Background: an optimization exercise with open tools, aiming at small area, a short achievable clock period and few clock cycles per item. Do not read the settings as production practice. No run shown here included a check of the RTL's function; only the layout flow was run.

==> flow/design.v <==
module aes_sbox_top (
    input  wire [7:0] in,
    output wire [3:0] inv,
    output wire [3:0] tl       
);
    wire U0 = in[7], U1 = in[6], U2 = in[5], U3 = in[4];
    wire U4 = in[3], U5 = in[2], U6 = in[1], U7 = in[0];
    wire T1 = U0 ^ U3;
    wire T2 = U0 ^ U5;
    wire T3 = U0 ^ U6;
    wire T4 = U3 ^ U5;
    wire T5 = U4 ^ U6;
    wire T6 = T1 ^ T5;
    wire T7 = U1 ^ U2;
    wire T8 = U7 ^ T6;
    wire T9 = U7 ^ T7;
    wire T10 = T6 ^ T7;
    wire T11 = U1 ^ U5;
    wire T12 = U2 ^ U5;
    wire T13 = T3 ^ T4;
    wire T14 = T6 ^ T11;
    wire T15 = T5 ^ T11;
    wire T16 = T5 ^ T12;
    wire T17 = T9 ^ T16;
    wire T18 = U3 ^ U7;
    wire T19 = T7 ^ T18;
    wire T20 = T1 ^ T19;
    wire T21 = U6 ^ U7;
    wire T22 = T7 ^ T21;
    wire T23 = T2 ^ T22;
    wire T24 = T2 ^ T10;
    wire T25 = T20 ^ T17;
    wire T26 = T3 ^ T16;
    wire T27 = T1 ^ T12;
    wire M1 = T13 & T6;
    wire M2 = T23 & T8;
    wire M3 = T14 ^ M1;
    wire M4 = T19 & U7;
    wire M5 = M4 ^ M1;
    wire M6 = T3 & T16;
    wire M7 = T22 & T9;
    wire M8 = T26 ^ M6;
    wire M9 = T20 & T17;
    wire M10 = M9 ^ M6;
    wire M11 = T1 & T15;
    wire M12 = T4 & T27;
    wire M13 = M12 ^ M11;
    wire M14 = T2 & T10;
    wire M15 = M14 ^ M11;
    wire M16 = M3 ^ M2;
    wire M17 = M5 ^ T24;
    wire M18 = M8 ^ M7;
    wire M19 = M10 ^ M15;
    wire M20 = M16 ^ M13;
    wire M21 = M17 ^ M15;
    wire M22 = M18 ^ M13;
    wire M23 = M19 ^ T25;
    wire M24 = M22 ^ M23;
    wire M25 = M22 & M20;
    wire M26 = M21 ^ M25;
    wire M27 = M20 ^ M21;
    wire M28 = M23 ^ M25;
    wire M29 = M28 & M27;
    wire M30 = M26 & M24;
    wire M31 = M20 & M23;
    wire M32 = M27 & M31;
    wire M33 = M27 ^ M25;
    wire M34 = M21 & M22;
    wire M35 = M24 & M34;
    wire M36 = M24 ^ M25;
    wire M37 = M21 ^ M29;
    wire M38 = M32 ^ M33;
    wire M39 = M23 ^ M30;
    wire M40 = M35 ^ M36;
    assign inv = {M37, M38, M39, M40};
    assign tl  = {T8, T10, T17, T23};
endmodule
module aes_sbox_bot (
    input  wire [7:0] in,
    input  wire [3:0] inv,
    input  wire [3:0] tl,
    output wire [7:0] out
);
    wire U0 = in[7], U1 = in[6], U2 = in[5], U3 = in[4];
    wire U4 = in[3], U5 = in[2], U6 = in[1], U7 = in[0];
    wire T1 = U0 ^ U3;
    wire T2 = U0 ^ U5;
    wire T3 = U0 ^ U6;
    wire T4 = U3 ^ U5;
    wire T5 = U4 ^ U6;
    wire T6 = T1 ^ T5;
    wire T7 = U1 ^ U2;
    wire T8 = tl[3];
    wire T9 = U7 ^ T7;
    wire T10 = tl[2];
    wire T11 = U1 ^ U5;
    wire T12 = U2 ^ U5;
    wire T13 = T3 ^ T4;
    wire T14 = T6 ^ T11;
    wire T15 = T5 ^ T11;
    wire T16 = T5 ^ T12;
    wire T17 = tl[1];
    wire T18 = U3 ^ U7;
    wire T19 = T7 ^ T18;
    wire T20 = T1 ^ T19;
    wire T21 = U6 ^ U7;
    wire T22 = T7 ^ T21;
    wire T23 = tl[0];
    wire T24 = T2 ^ T10;
    wire T25 = T20 ^ T17;
    wire T26 = T3 ^ T16;
    wire T27 = T1 ^ T12;
    wire M37 = inv[3], M38 = inv[2], M39 = inv[1], M40 = inv[0];
    wire M41 = M38 ^ M40;
    wire M42 = M37 ^ M39;
    wire M43 = M37 ^ M38;
    wire M44 = M39 ^ M40;
    wire M45 = M42 ^ M41;
    wire M46 = M44 & T6;
    wire M47 = M40 & T8;
    wire M48 = M39 & U7;
    wire M49 = M43 & T16;
    wire M50 = M38 & T9;
    wire M51 = M37 & T17;
    wire M52 = M42 & T15;
    wire M53 = M45 & T27;
    wire M54 = M41 & T10;
    wire M55 = M44 & T13;
    wire M56 = M40 & T23;
    wire M57 = M39 & T19;
    wire M58 = M43 & T3;
    wire M59 = M38 & T22;
    wire M60 = M37 & T20;
    wire M61 = M42 & T1;
    wire M62 = M45 & T4;
    wire M63 = M41 & T2;
    wire L0 = M61 ^ M62;
    wire L1 = M50 ^ M56;
    wire L2 = M46 ^ M48;
    wire L3 = M47 ^ M55;
    wire L4 = M54 ^ M58;
    wire L5 = M49 ^ M61;
    wire L6 = M62 ^ L5;
    wire L7 = M46 ^ L3;
    wire L8 = M51 ^ M59;
    wire L9 = M52 ^ M53;
    wire L10 = M53 ^ L4;
    wire L11 = M60 ^ L2;
    wire L12 = M48 ^ M51;
    wire L13 = M50 ^ L0;
    wire L14 = M52 ^ M61;
    wire L15 = M55 ^ L1;
    wire L16 = M56 ^ L0;
    wire L17 = M57 ^ L1;
    wire L18 = M58 ^ L8;
    wire L19 = M63 ^ L4;
    wire L20 = L0 ^ L1;
    wire L21 = L1 ^ L7;
    wire L22 = L3 ^ L12;
    wire L23 = L18 ^ L2;
    wire L24 = L15 ^ L9;
    wire L25 = L6 ^ L10;
    wire L26 = L7 ^ L9;
    wire L27 = L8 ^ L10;
    wire L28 = L11 ^ L14;
    wire L29 = L11 ^ L17;
    assign out[7] = L6 ^ L24;
    assign out[6] = ~(L16 ^ L26);
    assign out[5] = ~(L19 ^ L28);
    assign out[4] = L6 ^ L21;
    assign out[3] = L20 ^ L22;
    assign out[2] = L25 ^ L29;
    assign out[1] = ~(L13 ^ L27);
    assign out[0] = ~(L6 ^ L23);
endmodule
module aes_sbox (
    input  wire [7:0] in,
    output wire [7:0] out
);
    wire [3:0] inv, tl;
    aes_sbox_top u_top (.in(in), .inv(inv), .tl(tl));
    aes_sbox_bot u_bot (.in(in), .inv(inv), .tl(tl), .out(out));
endmodule
module aes_enc_core (
    input  wire         clk,
    input  wire         rst,         
    input  wire         in_valid,
    output wire         in_ready,
    input  wire         key_256,     
    input  wire [255:0] key,
    input  wire [127:0] block_in,
    output reg          out_valid,
    output wire [127:0] block_out
);
    genvar i;
    integer b;
    reg  [127:0] st1;
    reg  [255:0] k1;
    reg          busy1, mode1, last1;
    reg  [3:0]   round1;
    reg  [7:0]   rcon1;
    reg          ksel_w, ksel_rw, ksel_rh;
    reg  [255:0] m2;         
    reg  [63:0]  km2;        
    reg  [255:0] k2;
    reg          busy2, mode2, last2;
    reg  [3:0]   round2;
    reg  [7:0]   rcon2;
    reg  [127:0] out_q;
    reg          in_ready_q;
    assign block_out = out_q;
    assign in_ready = in_ready_q;
    wire load = in_ready;
    wire [127:0] ark = st1 ^ k1[255:128];
    wire [31:0]  kx_in = ({32{ksel_w}}  & k1[31:0])
                       | ({32{ksel_rw}} & {k1[23:0], k1[31:24]})
                       | ({32{ksel_rh}} & {k1[151:128], k1[159:152]});
    wire [63:0]  inv1, tl1;
    wire [15:0]  kinv1, ktl1;
    generate
        for (i = 0; i < 16; i = i + 1) begin : g_sbt
            aes_sbox_top u_t (.in(ark[127-8*i -: 8]), .inv(inv1[63-4*i -: 4]),
                             .tl(tl1[63-4*i -: 4]));
        end
        for (i = 0; i < 4; i = i + 1) begin : g_ksbt
            aes_sbox_top u_t (.in(kx_in[31-8*i -: 8]), .inv(kinv1[15-4*i -: 4]),
                             .tl(ktl1[15-4*i -: 4]));
        end
    endgenerate
    wire [127:0] sub;
    generate
        for (i = 0; i < 16; i = i + 1) begin : g_sbb
            aes_sbox_bot u_b (.in(m2[255-16*i -: 8]), .inv(m2[247-16*i -: 4]),
                              .tl(m2[243-16*i -: 4]), .out(sub[127-8*i -: 8]));
        end
    endgenerate
    wire [127:0] shifted;
    generate
        for (i = 0; i < 16; i = i + 1) begin : g_sr
            localparam integer R = i % 4;
            localparam integer C = i / 4;
            localparam integer SRC = ((C + R) % 4) * 4 + R;
            assign shifted[127-8*i -: 8] = sub[127-8*SRC -: 8];
        end
    endgenerate
    wire [127:0] mixed;
    generate
        for (i = 0; i < 4; i = i + 1) begin : g_mc
            wire [7:0] a0 = shifted[127-32*i -: 8];
            wire [7:0] a1 = shifted[119-32*i -: 8];
            wire [7:0] a2 = shifted[111-32*i -: 8];
            wire [7:0] a3 = shifted[103-32*i -: 8];
            wire [7:0] d0 = a0 ^ a1;
            wire [7:0] d1 = a1 ^ a2;
            wire [7:0] d2 = a2 ^ a3;
            wire [7:0] d3 = a3 ^ a0;
            wire [7:0] x0 = {d0[6:0], 1'b0} ^ (d0[7] ? 8'h1b : 8'h00);
            wire [7:0] x1 = {d1[6:0], 1'b0} ^ (d1[7] ? 8'h1b : 8'h00);
            wire [7:0] x2 = {d2[6:0], 1'b0} ^ (d2[7] ? 8'h1b : 8'h00);
            wire [7:0] x3 = {d3[6:0], 1'b0} ^ (d3[7] ? 8'h1b : 8'h00);
            assign mixed[127-32*i -: 8] = x0 ^ (a1 ^ d2);
            assign mixed[119-32*i -: 8] = x1 ^ (a2 ^ d3);
            assign mixed[111-32*i -: 8] = x2 ^ (a3 ^ d0);
            assign mixed[103-32*i -: 8] = x3 ^ (a0 ^ d1);
        end
    endgenerate
    wire [31:0] kx_sub;
    generate
        for (i = 0; i < 4; i = i + 1) begin : g_ksbb
            aes_sbox_bot u_b (.in(km2[63-16*i -: 8]), .inv(km2[55-16*i -: 4]),
                              .tl(km2[51-16*i -: 4]), .out(kx_sub[31-8*i -: 8]));
        end
    endgenerate
    wire        kx_rot = !mode2 || round2[0];
    wire [31:0] b0 = k2[255:224] ^ {kx_rot ? rcon2 : 8'h00, 24'h0};
    wire [31:0] b1 = b0 ^ k2[223:192];
    wire [31:0] b2 = b1 ^ k2[191:160];
    wire [31:0] b3 = b2 ^ k2[159:128];
    wire [127:0] next_words = {b0, b1, b2, b3} ^ {4{kx_sub}};
    wire [127:0] this_key = mode2 ? k2[127:0] : next_words;
    always @(posedge clk) begin
        for (b = 0; b < 16; b = b + 1)
            m2[255-16*b -: 16] <= {ark[127-8*b -: 8], inv1[63-4*b -: 4], tl1[63-4*b -: 4]};
        for (b = 0; b < 4; b = b + 1)
            km2[63-16*b -: 16] <= {kx_in[31-8*b -: 8], kinv1[15-4*b -: 4], ktl1[15-4*b -: 4]};
        k2     <= k1;
        mode2  <= mode1;
        round2 <= round1;
        last2  <= last1;
        rcon2  <= rcon1;
        out_q <= shifted ^ this_key;
        if (load) begin
            st1    <= block_in;
            k1     <= key;
            mode1  <= key_256;
            round1 <= 4'd1;
            last1  <= 1'b0;
            rcon1  <= 8'h01;
            ksel_w  <= 1'b0;
            ksel_rw <= key_256;
            ksel_rh <= !key_256;
        end else begin
            st1    <= mixed;
            k1     <= {this_key, next_words};
            mode1  <= mode2;
            round1 <= round2 + 4'd1;
            last1  <= (round2 == (mode2 ? 4'd13 : 4'd9));
            rcon1  <= kx_rot ? ({rcon2[6:0], 1'b0} ^ (rcon2[7] ? 8'h1b : 8'h00)) : rcon2;
            ksel_w  <= mode2 && round2[0];
            ksel_rw <= mode2 && !round2[0];
            ksel_rh <= !mode2;
        end
    end
    always @(posedge clk) begin
        if (rst) begin
            busy1     <= 1'b0;
            busy2     <= 1'b0;
            out_valid <= 1'b0;
            in_ready_q <= 1'b1;
        end else begin
            busy2     <= busy1;
            busy1     <= load ? in_valid : (busy2 && !last2);
            out_valid <= busy2 && last2;
            in_ready_q <= (!busy1 || last1) &&
                          (load ? (!in_valid || !key_256)
                                : (!busy2 || last2 || !mode2 || round2 >= 4'd4));
        end
    end
endmodule
==> flow/flow/run.sh <==
#!/bin/bash
# The standard layout (settings from config.mk), with the smallest buffer on every port.
set -euo pipefail
bash standard.sh "BUFFER_PORTS_ARGS=-buffer_cell sky130_fd_sc_hd__buf_1" finish > standard.log 2>&1
==> flow/standard.sh <==
#!/bin/bash
# synth_recipe.tcl (not shown) runs the flow's synth.tcl, then flattens the netlist and writes it again
# the make line also repeats each setting of config.mk as NAME=value (left out here)
make -C /OpenROAD-flow-scripts/flow DESIGN_CONFIG=/design/flow/config.mk WORK_HOME=/design/flow/orfs CLKGATE_MAP_FILE= SYNTH_SCRIPT=/design/flow/synth_recipe.tcl "${@:-finish}"
==> flow/config.mk <==
export PLATFORM = sky130hd
export DESIGN_NAME = aes_enc_core
export DESIGN_NICKNAME = aes_enc_core
export VERILOG_FILES = /design/flow/design.v
export SDC_FILE = /design/flow/constraint.sdc
export NUM_CORES = 8
export LEC_CHECK = 0
export CAP_MARGIN = 20
export CORE_MARGIN = 2
export CORE_UTILIZATION = 60
export PLACE_DENSITY = 0.7
export SETUP_SLACK_MARGIN = 5
export SLEW_MARGIN = 20
==> flow/constraint.sdc <==
create_clock -name core_clock -period 9.0 [get_ports {clk}]
set_input_delay 1.8000 -clock core_clock [delete_from_list [all_inputs] [get_ports {clk}]]
set_output_delay 1.8000 -clock core_clock [all_outputs]
set_load 0.01 [all_outputs]
==> insert_results.sql, run 1 <==
INSERT INTO impl_metrics (metric_group, metric, value, unit) VALUES
('yosys', 'avg_synthesized_cell_area', '10.48', 'um2'),
('floorplanning', 'fp.dieArea', '111300', 'um2'),
('clock_tree', 'cts_max_path_buffers', '3', ''),
('timing', 'finalCritPeriodShare', '44.00', '%'),
('clock_tree', 'h-tree-depth', '3', ''),
('yosys', 'synth_cell_type_count', '79', ''),
('yosys', 'cell_count_after_synthesis', '6222', ''),
('final_layout', 'finish.cell_count_without_fillers', '8212', ''),
('clock_tree', 'holdBufCountCts', '0', ''),
('route', 'wire_length_per_cell', '24.13', 'um'),
('yosys', 'synthesis.yosys.warnings', '1', ''),
('setup_path', 'endpoint_kind', 'register', ''),
('final_layout', 'multiInputGateArea', '41340', 'um2'),
('clock_tree', 'clk_pin_slew_worst_paths', '0.06', 'ns'),
('yosys', 'synth.area.top_cells', 'sky130_fd_sc_hd__dfxtp_1 34%, sky130_fd_sc_hd__xnor2_1 20%, sky130_fd_sc_hd__xnor3_1 12%', ''),
('yosys', 'number_of_synthesized_flops_with_an_enable_pin', '0', ''),
('yosys', 'post-synth-top-count-cell', 'sky130_fd_sc_hd__xnor2_1', ''),
('floorplanning', 'die_y_extent', '333.6', 'um'),
('timing', 'final_min_period', '3.960', 'ns'),
('route', 'dr_pass1_iterations', '12', ''),
('clock_tree', 'cts_buffers', '117', ''),
('floorplanning', 'top_level_ports', '518', ''),
('timing', 'timing_worst_slew_pin_value', '1.172', 'ns'),
('final_layout', 'final.fill_count', '8527', ''),
('timing', 'finalClockSkew', '0.01817', 'ns'),
('run_status', 'status', 'finished clean', ''),
('timing', 'setup_repair_after_global_routing_missed_its_margin', 'true', ''),
('floorplanning', 'effective_utilization_at_floorplan', '60.71', '%'),
('place', 'finalWeightedCongestion', '1.002', ''),
('final_layout', 'area_delta_synth_final', '12.19', '%'),
('yosys', 'synthesis.nets', '6652', ''),
('place', 'post-dp-hpwl', '158300', 'um'),
('timing', 'setup-violations-final', '0', ''),
('route', 'dr.first_iter.drc_count', '4321', ''),
('global_route', 'grt_max_degree', '197', ''),
('timing', 'achievable-frequency', '0.2525', 'GHz'),
('route', 'via_count_of_the_routed_design', '45550', ''),
('route', 'route.final.wire_length', '198200', 'um'),
('route', 'post_drt_via_cell_ratio', '5.547', ''),
('clock_tree', 'clk-insertion-delay-late', '0.72', 'ns'),
('hold_path', 'hold_path_class', 'register to register', ''),
('place', 'io_buffer_count', '517', ''),
('global_route', 'grtUsageTotal', '34.81', '%'),
('floorplanning', 'core_region_area', '107400', 'um2'),
('final_layout', 'final-seq-area', '22490', 'um2'),
('timing', 'timing.final.max_slew_violations', '0', ''),
('clock_tree', 'cts.sinks', '1123', ''),
('run', 'cap_violations', '0', ''),
('yosys', 'synth_top_cells_by_count', '1503 x sky130_fd_sc_hd__xnor2_1, 1123 x sky130_fd_sc_hd__dfxtp_1, 548 x sky130_fd_sc_hd__nand2_1', ''),
('global_route', 'grt_pass1_vias', '44310', ''),
('setup_path', 'criticalPathCategory', 'register to register', ''),
('yosys', 'area_share_of_the_leading_cell_type_in_the_synthesized_netlist', '34.49', '%'),
('floorplanning', 'rows', '120', ''),
('setup_path', 'critical_path_arrival', '4.51', 'ns'),
('timing', 'finalHoldViolCount', '0', ''),
('global_route', 'first_pass_grt_wire_length', '286100', 'um'),
('clock_tree', 'tritoncts', 'built', ''),
('setup_path', 'cp_max_fo', '5', ''),
('place', 'place_area', '68240', 'um2'),
('yosys', 'synth-async-reset-ratio', '0', '%'),
('global_route', 'antenna_found_initial', '13', ''),
('global_route', 'global_route.overflow_total', '0', ''),
('final_layout', 'post-route-cell-area', '73130', 'um2'),
('final_layout', 'nNetsFinal', '7135', ''),
('floorplanning', 'fp.dieW', '333.6', 'um'),
('yosys', 'synth.largest_area_cell', 'sky130_fd_sc_hd__dfxtp_1', ''),
('yosys', 'synth.yosys.seq_area_share', '34.49', '%'),
('final_layout', 'layout-drive-gt1-share', '8.935', '%'),
('route', 'ant_nets', '0', ''),
('place', 'dp.cells', '7945', ''),
('yosys', 'ys_ff_latch', '1123', ''),
('clock_tree', 'cts_root_buffer', 'sky130_fd_sc_hd__clkbuf_16', ''),
('timing', 'slew_headroom', '21.29', '%'),
('yosys', 'syn_area', '65180', 'um2'),
('route', 'drcViolationCount', '0', ''),
('yosys', 'synth_ff_type', 'sky130_fd_sc_hd__dfxtp_1', ''),
('setup_path', 'timing.critical_path.required', '9.55', 'ns'),
('setup_path', 'start_kind', 'register', ''),
('timing', 'timing.setup.tns', '0', 'ns');
## final cells by class
type | instances | area share (%)
Multi-Input combinational cell | 4651 | 56.53
Sequential cell | 1123 | 30.76
Clock buffer | 164 | 4.635
Timing Repair Buffer | 599 | 3.521
Tap cell | 1403 | 2.401
Inverter | 213 | 1.097
Clock inverter | 55 | 1.045
Antenna cell | 4 | 0.01369
## cell usage in the layout (no fill, tap or decap), types with 16 or more instances in the layout
cell / count
sky130_fd_sc_hd__a21o_1: 18
sky130_fd_sc_hd__a21oi_1: 109
sky130_fd_sc_hd__a222oi_1: 34
sky130_fd_sc_hd__a22oi_1: 62
sky130_fd_sc_hd__and2_1: 36
sky130_fd_sc_hd__buf_1: 517
sky130_fd_sc_hd__buf_4: 75
sky130_fd_sc_hd__bufinv_16: 17
sky130_fd_sc_hd__clkbuf_1: 23
sky130_fd_sc_hd__clkbuf_16: 121
sky130_fd_sc_hd__clkbuf_8: 20
sky130_fd_sc_hd__clkinv_2: 22
sky130_fd_sc_hd__dfxtp_1: 1118
sky130_fd_sc_hd__ha_1: 42
sky130_fd_sc_hd__inv_1: 198
sky130_fd_sc_hd__mux2_2: 155
sky130_fd_sc_hd__mux2i_1: 151
sky130_fd_sc_hd__nand2_1: 548
sky130_fd_sc_hd__nand2b_1: 39
sky130_fd_sc_hd__nand3_1: 28
sky130_fd_sc_hd__nor2_1: 262
sky130_fd_sc_hd__nor2b_1: 24
sky130_fd_sc_hd__nor3_1: 32
sky130_fd_sc_hd__o21ai_0: 354
sky130_fd_sc_hd__o21ai_1: 48
sky130_fd_sc_hd__o21bai_1: 16
sky130_fd_sc_hd__o22ai_1: 39
sky130_fd_sc_hd__or2_2: 16
sky130_fd_sc_hd__xnor2_1: 1456
sky130_fd_sc_hd__xnor2_2: 82
sky130_fd_sc_hd__xnor3_1: 348
sky130_fd_sc_hd__xor2_1: 498
sky130_fd_sc_hd__xor2_2: 27
sky130_fd_sc_hd__xor3_1: 51
## routing by layer
metal  share of wire (%)  vias up  global-route usage (%)
li1                    -    21430                       -
met1                  42    21920                   46.68
met2                  45     1802                   54.79
met3                 7.1      405                   4.983
met4                 5.7        0                   18.14
met5                   0        -                       0
## state kept, by name, indices dropped and copies added, names as in the netlist, 4 cells and up
register / cells
k1: 256
k2: 256
km2: 64
m2: 256
out_q: 128
rcon1: 8
rcon2: 8
round1: 4
round2: 4
st1: 128
## worst max-delay path, stage by stage (launching register included)
cell                      delay (ns)
sky130_fd_sc_hd__dfxtp_1        0.34
sky130_fd_sc_hd__xnor2_1        0.39
sky130_fd_sc_hd__xnor2_1        0.15
sky130_fd_sc_hd__nor2_1         0.31
sky130_fd_sc_hd__xnor2_1        0.23
sky130_fd_sc_hd__xnor3_1        0.56
sky130_fd_sc_hd__xnor3_1        0.70
sky130_fd_sc_hd__xor3_1         0.44
sky130_fd_sc_hd__mux2i_1        0.20
sky130_fd_sc_hd__o21ai_0        0.48
## kinds of logic after synthesis
logic type | after synthesis | share of synthesized area [%]
xor gates and xnor gates | 2477 | 42.82
DFF | 1123 | 34.49
and+or+nand+nor | 1034 | 6.748
buffers and inverters | 448 | 2.728
muxes | 308 | 5.031
AOI/OAI and AO/OA | 789 | 7.362
adders and majority gates | 43 | 0.8216
## metrics by stage
| stage | utilization (%) | setup slack, ns | hold WS [ns] |
|---|---|---|---|
| floorplan | - | 5.450 | 0.3096 |
| global placement | 63.53 | 4.807 | 0.3097 |
| detailed placement | 63.57 | 4.663 | 0.3118 |
| CTS | 67.71 | 5.002 | 0.3210 |
| global route | 68.12 | 4.966 | 0.3275 |
| finish | 68.12 | 5.040 | 0.3216 |
## final timing paths
kind	startpoint	endpoint	slack (ns)	cells after the start
max	km2[23]	k1[143]	5.04	9
min	k1[70]	k2[70]	0.32	0
max reg2reg	km2[23]	k1[143]	5.04	9
min reg2reg	k1[70]	k2[70]	0.32	0
## what timing repair did
| action | 4_1_cts | 5_1_grt |
|---|---|---|
| gates resized for setup | 6 | 51 |
| buffers inserted | 35 | 9 |
| pin swaps | 17 | 5 |
| setup endpoints to repair | 21 | 89 |
==> run 2, diff against run 1 <==
==> flow/flow/run.sh (replaced) <==
#!/bin/bash
# The standard layout (settings from config.mk), with the smallest buffer on every port.
set -euo pipefail
bash standard.sh SETUP_SLACK_MARGIN=5.45 "BUFFER_PORTS_ARGS=-buffer_cell sky130_fd_sc_hd__buf_1" finish > standard.log 2>&1
==> run 2 against run 1 <==
Against the previous run: critical path depth unchanged; setup slack better by 0.31 ns; global-route usage up 0.53 points; clock skew up 0.0075 ns; sequential cell count unchanged; critical path type unchanged; register-to-register slack better by 0.31 ns; cell count up 0.60%; sequential share of layout area down 1.0 points; cell area up 3.8%; worst hold slack better by 0.0015 ns; synthesized area unchanged; count of clock-buffer cells in the layout down 3.
==> insert_results.sql, run 2 <==
INSERT INTO impl_metrics (metric_group, metric, value, unit) VALUES
('timing', 'achievable-frequency', '0.2740', 'GHz'),
('global_route', 'grt_pass1_vias', '44470', ''),
('timing', 'hold_slack', '0.3231', 'ns'),
('floorplanning', 'fp.dieW', '333.6', 'um'),
('timing', 'timing_worst_slew_pin_value', '1.079', 'ns'),
('clock_tree', 'clk_pin_slew_worst_paths', '0.07', 'ns'),
('place', 'dp.cells', '7945', ''),
('timing', 'slew_headroom', '27.57', '%'),
('route', 'dr_pass1_iterations', '12', ''),
('timing', 'setup_repair_after_global_routing_missed_its_margin', 'true', ''),
('setup_path', 'cp_max_fo', '5', ''),
('clock_tree', 'cts_root_buffer', 'sky130_fd_sc_hd__clkbuf_16', ''),
('yosys', 'synthesis.yosys.warnings', '1', ''),
('run', 'cap_violations', '0', ''),
('final_layout', 'nNetsFinal', '7185', ''),
('final_layout', 'layout-drive-gt1-share', '14.20', '%'),
('yosys', 'ys_ff_latch', '1123', ''),
('yosys', 'synth-async-reset-ratio', '0', '%'),
('timing', 'finalCritPeriodShare', '40.55', '%'),
('final_layout', 'finish.cell_count_without_fillers', '8261', ''),
('clock_tree', 'h-tree-depth', '3', ''),
('run_status', 'status', 'finished clean', ''),
('timing', 'setup-violations-final', '0', ''),
('final_layout', 'post-route-cell-area', '75880', 'um2'),
('route', 'drcViolationCount', '0', ''),
('yosys', 'area_share_of_the_leading_cell_type_in_the_synthesized_netlist', '34.49', '%'),
('floorplanning', 'effective_utilization_at_floorplan', '60.71', '%'),
('floorplanning', 'die_y_extent', '333.6', 'um'),
('setup_path', 'start_kind', 'register', ''),
('clock_tree', 'cts_max_path_buffers', '3', ''),
('floorplanning', 'core_region_area', '107400', 'um2'),
('place', 'place_area', '68210', 'um2'),
('final_layout', 'layout.cells.most_common', 'sky130_fd_sc_hd__xnor2_1', ''),
('clock_tree', 'holdBufCountCts', '0', ''),
('setup_path', 'criticalPathCategory', 'register to register', ''),
('global_route', 'first_pass_grt_wire_length', '289400', 'um'),
('yosys', 'synthesis.nets', '6652', ''),
('route', 'via_count_of_the_routed_design', '46040', ''),
('floorplanning', 'fp.dieArea', '111300', 'um2'),
('timing', 'final_min_period', '3.650', 'ns'),
('timing', 'finalClockSkew', '0.02564', 'ns'),
('clock_tree', 'tritoncts', 'built', ''),
('clock_tree', 'clk-insertion-delay-late', '0.73', 'ns'),
('floorplanning', 'rows', '120', ''),
('global_route', 'global_route.overflow_total', '0', ''),
('global_route', 'grt_max_degree', '101', ''),
('place', 'post-dp-hpwl', '160200', 'um'),
('yosys', 'synth.largest_area_cell', 'sky130_fd_sc_hd__dfxtp_1', ''),
('setup_path', 'critical_path_arrival', '4.23', 'ns'),
('yosys', 'synth.yosys.seq_area_share', '34.49', '%'),
('final_layout', 'area_delta_synth_final', '16.42', '%'),
('yosys', 'synth_ff_type', 'sky130_fd_sc_hd__dfxtp_1', ''),
('floorplanning', 'top_level_ports', '518', ''),
('yosys', 'synth_cell_type_count', '79', ''),
('timing', 'timing.final.max_slew_violations', '0', ''),
('route', 'dr.first_iter.drc_count', '4783', ''),
('yosys', 'synth.area.top_cells', 'sky130_fd_sc_hd__dfxtp_1 34%, sky130_fd_sc_hd__xnor2_1 20%, sky130_fd_sc_hd__xnor3_1 12%', ''),
('route', 'ant_nets', '0', ''),
('yosys', 'synth_top_cells_by_count', '1503 x sky130_fd_sc_hd__xnor2_1, 1123 x sky130_fd_sc_hd__dfxtp_1, 548 x sky130_fd_sc_hd__nand2_1', ''),
('timing', 'finalHoldViolCount', '0', ''),
('yosys', 'post-synth-top-count-cell', 'sky130_fd_sc_hd__xnor2_1', ''),
('yosys', 'avg_synthesized_cell_area', '10.48', 'um2'),
('global_route', 'antenna_found_initial', '6', ''),
('yosys', 'number_of_synthesized_flops_with_an_enable_pin', '0', ''),
('final_layout', 'top_regs', 'k1 (256), k2 (256), m2 (256)', ''),
('setup_path', 'endpoint_kind', 'register', ''),
('route', 'post_drt_via_cell_ratio', '5.574', ''),
('timing', 'timing.setup.tns', '0', 'ns'),
('hold_path', 'hold_path_class', 'register to register', ''),
('global_route', 'grtUsageTotal', '35.34', '%'),
('route', 'wire_length_per_cell', '24.64', 'um'),
('yosys', 'syn_area', '65180', 'um2'),
('yosys', 'cell_count_after_synthesis', '6222', ''),
('clock_tree', 'cts_buffers', '116', ''),
('route', 'route.final.wire_length', '203500', 'um'),
('clock_tree', 'cts.sinks', '1123', ''),
('setup_path', 'timing.critical_path.required', '9.58', 'ns'),
('final_layout', 'layout_common_cells', '1296 x sky130_fd_sc_hd__xnor2_1, 1083 x sky130_fd_sc_hd__dfxtp_1, 548 x sky130_fd_sc_hd__nand2_1, 517 x sky130_fd_sc_hd__buf_1, 452 x sky130_fd_sc_hd__xor2_1', ''),
('place', 'finalWeightedCongestion', '0.9921', ''),
('place', 'io_buffer_count', '517', '');
-- run 2: what timing repair did --
item / CTS / global route
setup buffers: 63 / 32
pin swaps: 36 / 35
gates resized for setup: 201 / 247
endpoints found under the setup margin: 317 / 276
-- run 2: area by class of cell --
class                      count  area, um2
antenna                        5      12.51
clock buffer                 161       3346
clock inverter                55      658.1
fill                        8142      31470
inverter                     213      812.0
multi-input combinational   4651      43690
sequential                  1123      22550
tap                         1403       1755
timing repair buffer         650       3065
-- run 2: worst paths after layout --
| path | startpoint | end | slack [ns] | depth (start not counted) |
|---|---|---|---|---|
| max | m2[233] | st1[6] | 5.35 | 9 |
| min | k1[114] | k2[114] | 0.32 | 0 |
| max reg2reg | m2[233] | st1[6] | 5.35 | 9 |
| min reg2reg | k1[114] | k2[114] | 0.32 | 0 |
-- run 2: per-layer routing --
| layer | part of all wire, % | vias to the layer above | track usage (%) |
|---|---|---|---|
| li1 | - | 21510 | - |
| met1 | 42 | 22210 | 46.93 |
| met2 | 46 | 1903 | 56.77 |
| met3 | 7.4 | 423 | 5.291 |
| met4 | 5.3 | 0 | 16.78 |
| met5 | 0 | - | 0 |
-- run 2: cells by family (layout without fill, tap and decap cells) --
| kind of cell | count (synthesis) | after routing | share of synthesized area, % |
|---|---|---|---|
| xor+xnor | 2477 | 2477 | 42.82 |
| flops | 1123 | 1123 | 34.49 |
| simple gates | 1034 | 1034 | 6.748 |
| compound gates | 789 | 789 | 7.362 |
| buf+inv | 448 | 1079 | 2.728 |
| mux | 308 | 308 | 5.031 |
| fa+ha+maj | 43 | 43 | 0.8216 |
| other cells | 0 | 5 | 0 |
-- run 2: worst max-delay path: stages (launching register included) --
cell and delay (ns):
sky130_fd_sc_hd__dfxtp_2 0.41, sky130_fd_sc_hd__xor2_2 0.30, sky130_fd_sc_hd__xnor2_1 0.16, sky130_fd_sc_hd__nand2_1 0.18, sky130_fd_sc_hd__xnor3_2 0.50, sky130_fd_sc_hd__xor3_2 0.58, sky130_fd_sc_hd__xnor3_1 0.44, sky130_fd_sc_hd__xnor3_1 0.40
sky130_fd_sc_hd__xor2_1 0.18, sky130_fd_sc_hd__o21ai_1 0.35
-- run 2: through the flow --
stage / util [%] / worst slack (ns)
2_1_floorplan: - / 5.500
4_1_cts: 68.95 / 5.262
6_report: 70.69 / 5.350
5_1_grt: 70.68 / 5.368
3_5_place_dp: 63.54 / 4.720
3_3_place_gp: 63.52 / 4.731
==> run 3, diff against run 2 <==
--- a/flow/design.v
+++ b/flow/design.v
@@ -209,4 +209,5 @@
     reg  [127:0] out_q;
     reg          in_ready_q;
+    reg          free_q;     
     assign block_out = out_q;
     assign in_ready = in_ready_q;
@@ -290,7 +291,10 @@
         rcon2  <= rcon1;
         out_q <= shifted ^ this_key;
+        if (free_q)
+            k1 <= key;
+        else
+            k1 <= {this_key, next_words};
         if (load) begin
             st1    <= block_in;
-            k1     <= key;
             mode1  <= key_256;
             round1 <= 4'd1;
@@ -302,5 +306,4 @@
         end else begin
             st1    <= mixed;
-            k1     <= {this_key, next_words};
             mode1  <= mode2;
             round1 <= round2 + 4'd1;
@@ -318,8 +321,10 @@
             out_valid <= 1'b0;
             in_ready_q <= 1'b1;
+            free_q     <= 1'b1;
         end else begin
             busy2     <= busy1;
             busy1     <= load ? in_valid : (busy2 && !last2);
             out_valid <= busy2 && last2;
+            free_q     <= !busy1 || last1;
             in_ready_q <= (!busy1 || last1) &&
                           (load ? (!in_valid || !key_256)
==> run 3 against run 2 <==
Against the previous run: setup slack better by 0.10 ns; maximum frequency grew 2.9%; cell area grew 2.2%; sequential cell count rose by 1; global-route usage is 1.4 points higher; synthesized area fell by 0.55%; worst hold slack better by 0.0021 ns; clock skew increased by 0.0025 ns; register-to-register slack gained 0.10 ns; highest routed layer is now met5.
==> insert_results.sql, run 3 <==
INSERT INTO impl_metrics (metric_group, metric, value, unit) VALUES
('run_status', 'status', 'finished clean', ''),
('place', 'post-place-ws', '4.501', 'ns'),
('yosys', 'number_of_synthesized_flops_with_an_enable_pin', '0', ''),
('clock_tree', 'tritoncts', 'built', ''),
('floorplanning', 'core_region_area', '107100', 'um2'),
('clock_tree', 'clk_pin_slew_worst_paths', '0.06', 'ns'),
('setup_path', 'worst_path_max_delay_cell', 'sky130_fd_sc_hd__o21ai_0', ''),
('timing', 'achievable-frequency', '0.2820', 'GHz'),
('yosys', 'area_share_of_the_leading_cell_type_in_the_synthesized_netlist', '34.71', '%'),
('hold_path', 'hold_path_class', 'register to register', ''),
('final_layout', 'final.fill_count', '8033', ''),
('setup_path', 'criticalPathCategory', 'register to register', ''),
('setup_path', 'critical_path.top_delay_family', 'XOR/XNOR gates', ''),
('floorplanning', 'top_level_ports', '518', ''),
('run', 'cap_violations', '0', ''),
('final_layout', 'area_delta_synth_final', '19.68', '%'),
('global_route', 'grt_max_degree', '187', ''),
('floorplanning', 'die_y_extent', '332.7', 'um'),
('setup_path', 'endpoint_kind', 'register', ''),
('setup_path', 'start_kind', 'register', ''),
('route', 'wire_length_per_cell', '23.82', 'um'),
('place', 'post-dp-hpwl', '163500', 'um'),
('clock_tree', 'cts_max_path_buffers', '3', ''),
('clock_tree', 'h-tree-depth', '3', ''),
('route', 'drcViolationCount', '0', ''),
('yosys', 'synthesis.yosys.warnings', '1', ''),
('setup_path', 'cp_max_fo', '6', ''),
('clock_tree', 'clk-insertion-delay-late', '0.74', 'ns'),
('final_layout', 'top_regs', 'k1 (256), k2 (256), m2 (256)', ''),
('global_route', 'global_route.overflow_total', '0', ''),
('route', 'via_count_of_the_routed_design', '50700', ''),
('timing', 'timing_worst_slew_pin_value', '1.398', 'ns'),
('setup_path', 'timing.critical_path.required', '9.66', 'ns'),
('yosys', 'cell_count_after_synthesis', '6796', ''),
('timing', 'timing.final.max_slew_violations', '0', ''),
('yosys', 'synth_cell_type_count', '88', ''),
('timing', 'finalHoldViolCount', '0', ''),
('timing', 'final_min_period', '3.546', 'ns'),
('setup_path', 'critPathMaxStageDelay', '0.87', 'ns'),
('route', 'ant_nets', '0', ''),
('global_route', 'grtUsageTotal', '36.71', '%'),
('yosys', 'synth-async-reset-ratio', '0', '%'),
('floorplanning', 'rows', '120', ''),
('yosys', 'post-synth-top-count-cell', 'sky130_fd_sc_hd__xnor2_1', ''),
('yosys', 'synth.yosys.seq_area_share', '34.71', '%'),
('yosys', 'synth.area.top_cells', 'sky130_fd_sc_hd__dfxtp_1 35%, sky130_fd_sc_hd__xnor2_1 22%, sky130_fd_sc_hd__xor2_1 8.0%', ''),
('global_route', 'first_pass_grt_wire_length', '304300', 'um'),
('setup_path', 'crit_buf_inv', '0', ''),
('final_layout', 'postLayoutCoreUtil', '72.47', '%'),
('setup_path', 'path_cells', 'xor2_4 > a311oi_1 > o21ai_1 > xnor2_1 > xnor3_1 > xnor2_4 > o21ai_0 > mux2_2', ''),
('global_route', 'antenna_found_initial', '11', ''),
('floorplanning', 'effective_utilization_at_floorplan', '60.55', '%'),
('place', 'place_area', '67970', 'um2'),
('yosys', 'synth.largest_area_cell', 'sky130_fd_sc_hd__dfxtp_1', ''),
('route', 'post_drt_via_cell_ratio', '5.711', ''),
('final_layout', 'multiInputGateArea', '44820', 'um2'),
('place', 'io_buffer_count', '517', ''),
('final_layout', 'layout-drive-gt1-share', '16.29', '%'),
('final_layout', 'layout.cells.most_common', 'sky130_fd_sc_hd__xnor2_1', ''),
('timing', 'postLayoutSetupSlackWorst', '5.454', 'ns'),
('place', 'finalWeightedCongestion', '0.9942', ''),
('timing', 'setup_repair_after_global_routing_missed_its_margin', 'true', ''),
('clock_tree', 'cts.sinks', '1124', ''),
('timing', 'finalCritPeriodShare', '39.40', '%'),
('yosys', 'synthesis.nets', '7226', ''),
('route', 'route.final.wire_length', '211400', 'um'),
('final_layout', 'post-route-cell-area', '77580', 'um2'),
('yosys', 'synth_top_cells_by_count', '1665 x sky130_fd_sc_hd__xnor2_1, 1124 x sky130_fd_sc_hd__dfxtp_1, 660 x sky130_fd_sc_hd__nand2_1', ''),
('clock_tree', 'cts_root_buffer', 'sky130_fd_sc_hd__clkbuf_16', ''),
('clock_tree', 'holdBufCountCts', '0', ''),
('route', 'dr_pass1_iterations', '10', ''),
('global_route', 'grt_pass1_vias', '47980', ''),
('timing', 'slew_headroom', '6.803', '%'),
('clock_tree', 'cts_buffers', '116', ''),
('final_layout', 'final-seq-area', '22640', 'um2'),
('setup_path', 'critical_path_arrival', '4.21', 'ns'),
('floorplanning', 'fp.dieArea', '110700', 'um2'),
('route', 'dr.first_iter.drc_count', '4899', ''),
('yosys', 'avg_synthesized_cell_area', '9.538', 'um2'),
('timing', 'timing.setup.tns', '0', 'ns'),
('timing', 'finalClockSkew', '0.02817', 'ns'),
('yosys', 'synth_ff_type', 'sky130_fd_sc_hd__dfxtp_1', ''),
('final_layout', 'layout_common_cells', '1369 x sky130_fd_sc_hd__xnor2_1, 1033 x sky130_fd_sc_hd__dfxtp_1, 660 x sky130_fd_sc_hd__nand2_1, 517 x sky130_fd_sc_hd__buf_1, 493 x sky130_fd_sc_hd__xor2_1', ''),
('yosys', 'ys_ff_latch', '1124', ''),
('floorplanning', 'fp.dieW', '332.7', 'um'),
('final_layout', 'nNetsFinal', '7804', ''),
('yosys', 'syn_area', '64820', 'um2'),
('timing', 'setup-violations-final', '0', '');
## run 3: changes by cell type in the layout (fill, tap and decap cells not counted), moves of 49 or more
cell                      change
sky130_fd_sc_hd__dfxtp_2     +49
sky130_fd_sc_hd__a21oi_1    +111
sky130_fd_sc_hd__nand2_1    +112
sky130_fd_sc_hd__xnor2_1     +73
sky130_fd_sc_hd__dfxtp_1     -50
sky130_fd_sc_hd__xnor3_1    -196
sky130_fd_sc_hd__buf_4       +64
sky130_fd_sc_hd__o21ai_0    +107
sky130_fd_sc_hd__nor2_1      +96
## run 3: cells by family after synthesis
family / Yosys count / synth area share (%)
and+or+nand+nor: 1305 / 8.483
muxes: 290 / 4.849
buffers and inverters: 462 / 2.884
adders and majority gates: 50 / 0.9342
xor gates and xnor gates: 2480 / 37.92
DFF: 1124 / 34.71
AOI/OAI and AO/OA: 1085 / 10.22
## run 3: final cells by class
type,instances,share of cell area [%]
clock inverters,64,0.8403
well taps,1403,2.263
diodes,2,0.006451
inverters,201,0.9822
repair buffers,721,4.755
multi-input cells,5210,57.78
clock buffers,152,4.200
flip-flops and latches,1124,29.18
## run 3: timing repair
action                                 CTS  global route
setup endpoints to repair              429           288
pin swaps                               51            59
endpoints found under the hold margin    0             0
gates resized for setup                356           337
setup buffers                           57            83
## run 3: worst register-to-register path, cell delays in order, from the launching register on
cell	delay, ns
sky130_fd_sc_hd__dfxtp_2	0.37
sky130_fd_sc_hd__xor2_4	0.22
sky130_fd_sc_hd__a311oi_1	0.32
sky130_fd_sc_hd__o21ai_1	0.18
sky130_fd_sc_hd__xnor2_1	0.37
sky130_fd_sc_hd__xnor3_1	0.56
sky130_fd_sc_hd__xnor2_4	0.27
sky130_fd_sc_hd__o21ai_0	0.87
sky130_fd_sc_hd__mux2_2	0.30
## run 3: final timing paths
path,depth (start not counted),end,from,slack [ns]
setup / recovery,8,k1[193],km2[9],5.45
hold / removal,0,round2[2],round1[2],0.33
hold reg to reg,0,round2[2],round1[2],0.33
setup reg to reg,8,k1[193],km2[9],5.45
## run 3: through the flow
step / hold WS, ns / cells
3_3_place_gp: 0.3100 / 8517
4_1_cts: 0.3225 / 8792
6_report: 0.3253 / 8877
5_1_grt: 0.3293 / 8875
2_1_floorplan: 0.3096 / 6796
3_5_place_dp: 0.3121 / 8519
## run 3: routing by layer
layer | up-vias | GRT usage (%) | part of all wire [%]
met3 | 478 | 6.005 | 7.8
li1 | 23600 | - | -
met5 | - | 0 | 0.0061
met2 | 2187 | 57.72 | 45
met4 | 2 | 18.73 | 6.3
met1 | 24430 | 48.87 | 41

## re-timing with driven ports
No port has a modelled driver above. Below, the same layouts with a new extraction and two added sets of constraints.
Step 1 (the two cells are an assumption about what drives the block):
set clk [get_ports {clk}]
set_driving_cell -lib_cell sky130_fd_sc_hd__clkbuf_16 $clk
set_driving_cell -lib_cell sky130_fd_sc_hd__buf_2 [delete_from_list [all_inputs] $clk]
Step 2 adds t to the input delays and takes it off the output delays; t is the mean of the earliest and latest rising clock arrival at the registers after step 1. Input paths then give back, and output paths get back, about the clock's delay inside the block.
Three values: no drivers, after step 1, after step 2; two values: the first two.
run	t (ns)	setup slack, ns	hold slack, ns	slew at the worst register clock pin (ns)
run 1	0.784	5.040 / 5.040 / 5.040	0.322 / 0.322 / 0.322	0.07 / 0.07
run 2	0.796	5.350 / 5.350 / 5.350	0.323 / 0.323 / 0.323	0.07 / 0.07
run 3	0.805	5.454 / 5.454 / 5.454	0.325 / 0.325 / 0.325	0.07 / 0.07
After both steps setup and hold are still met in every run listed.
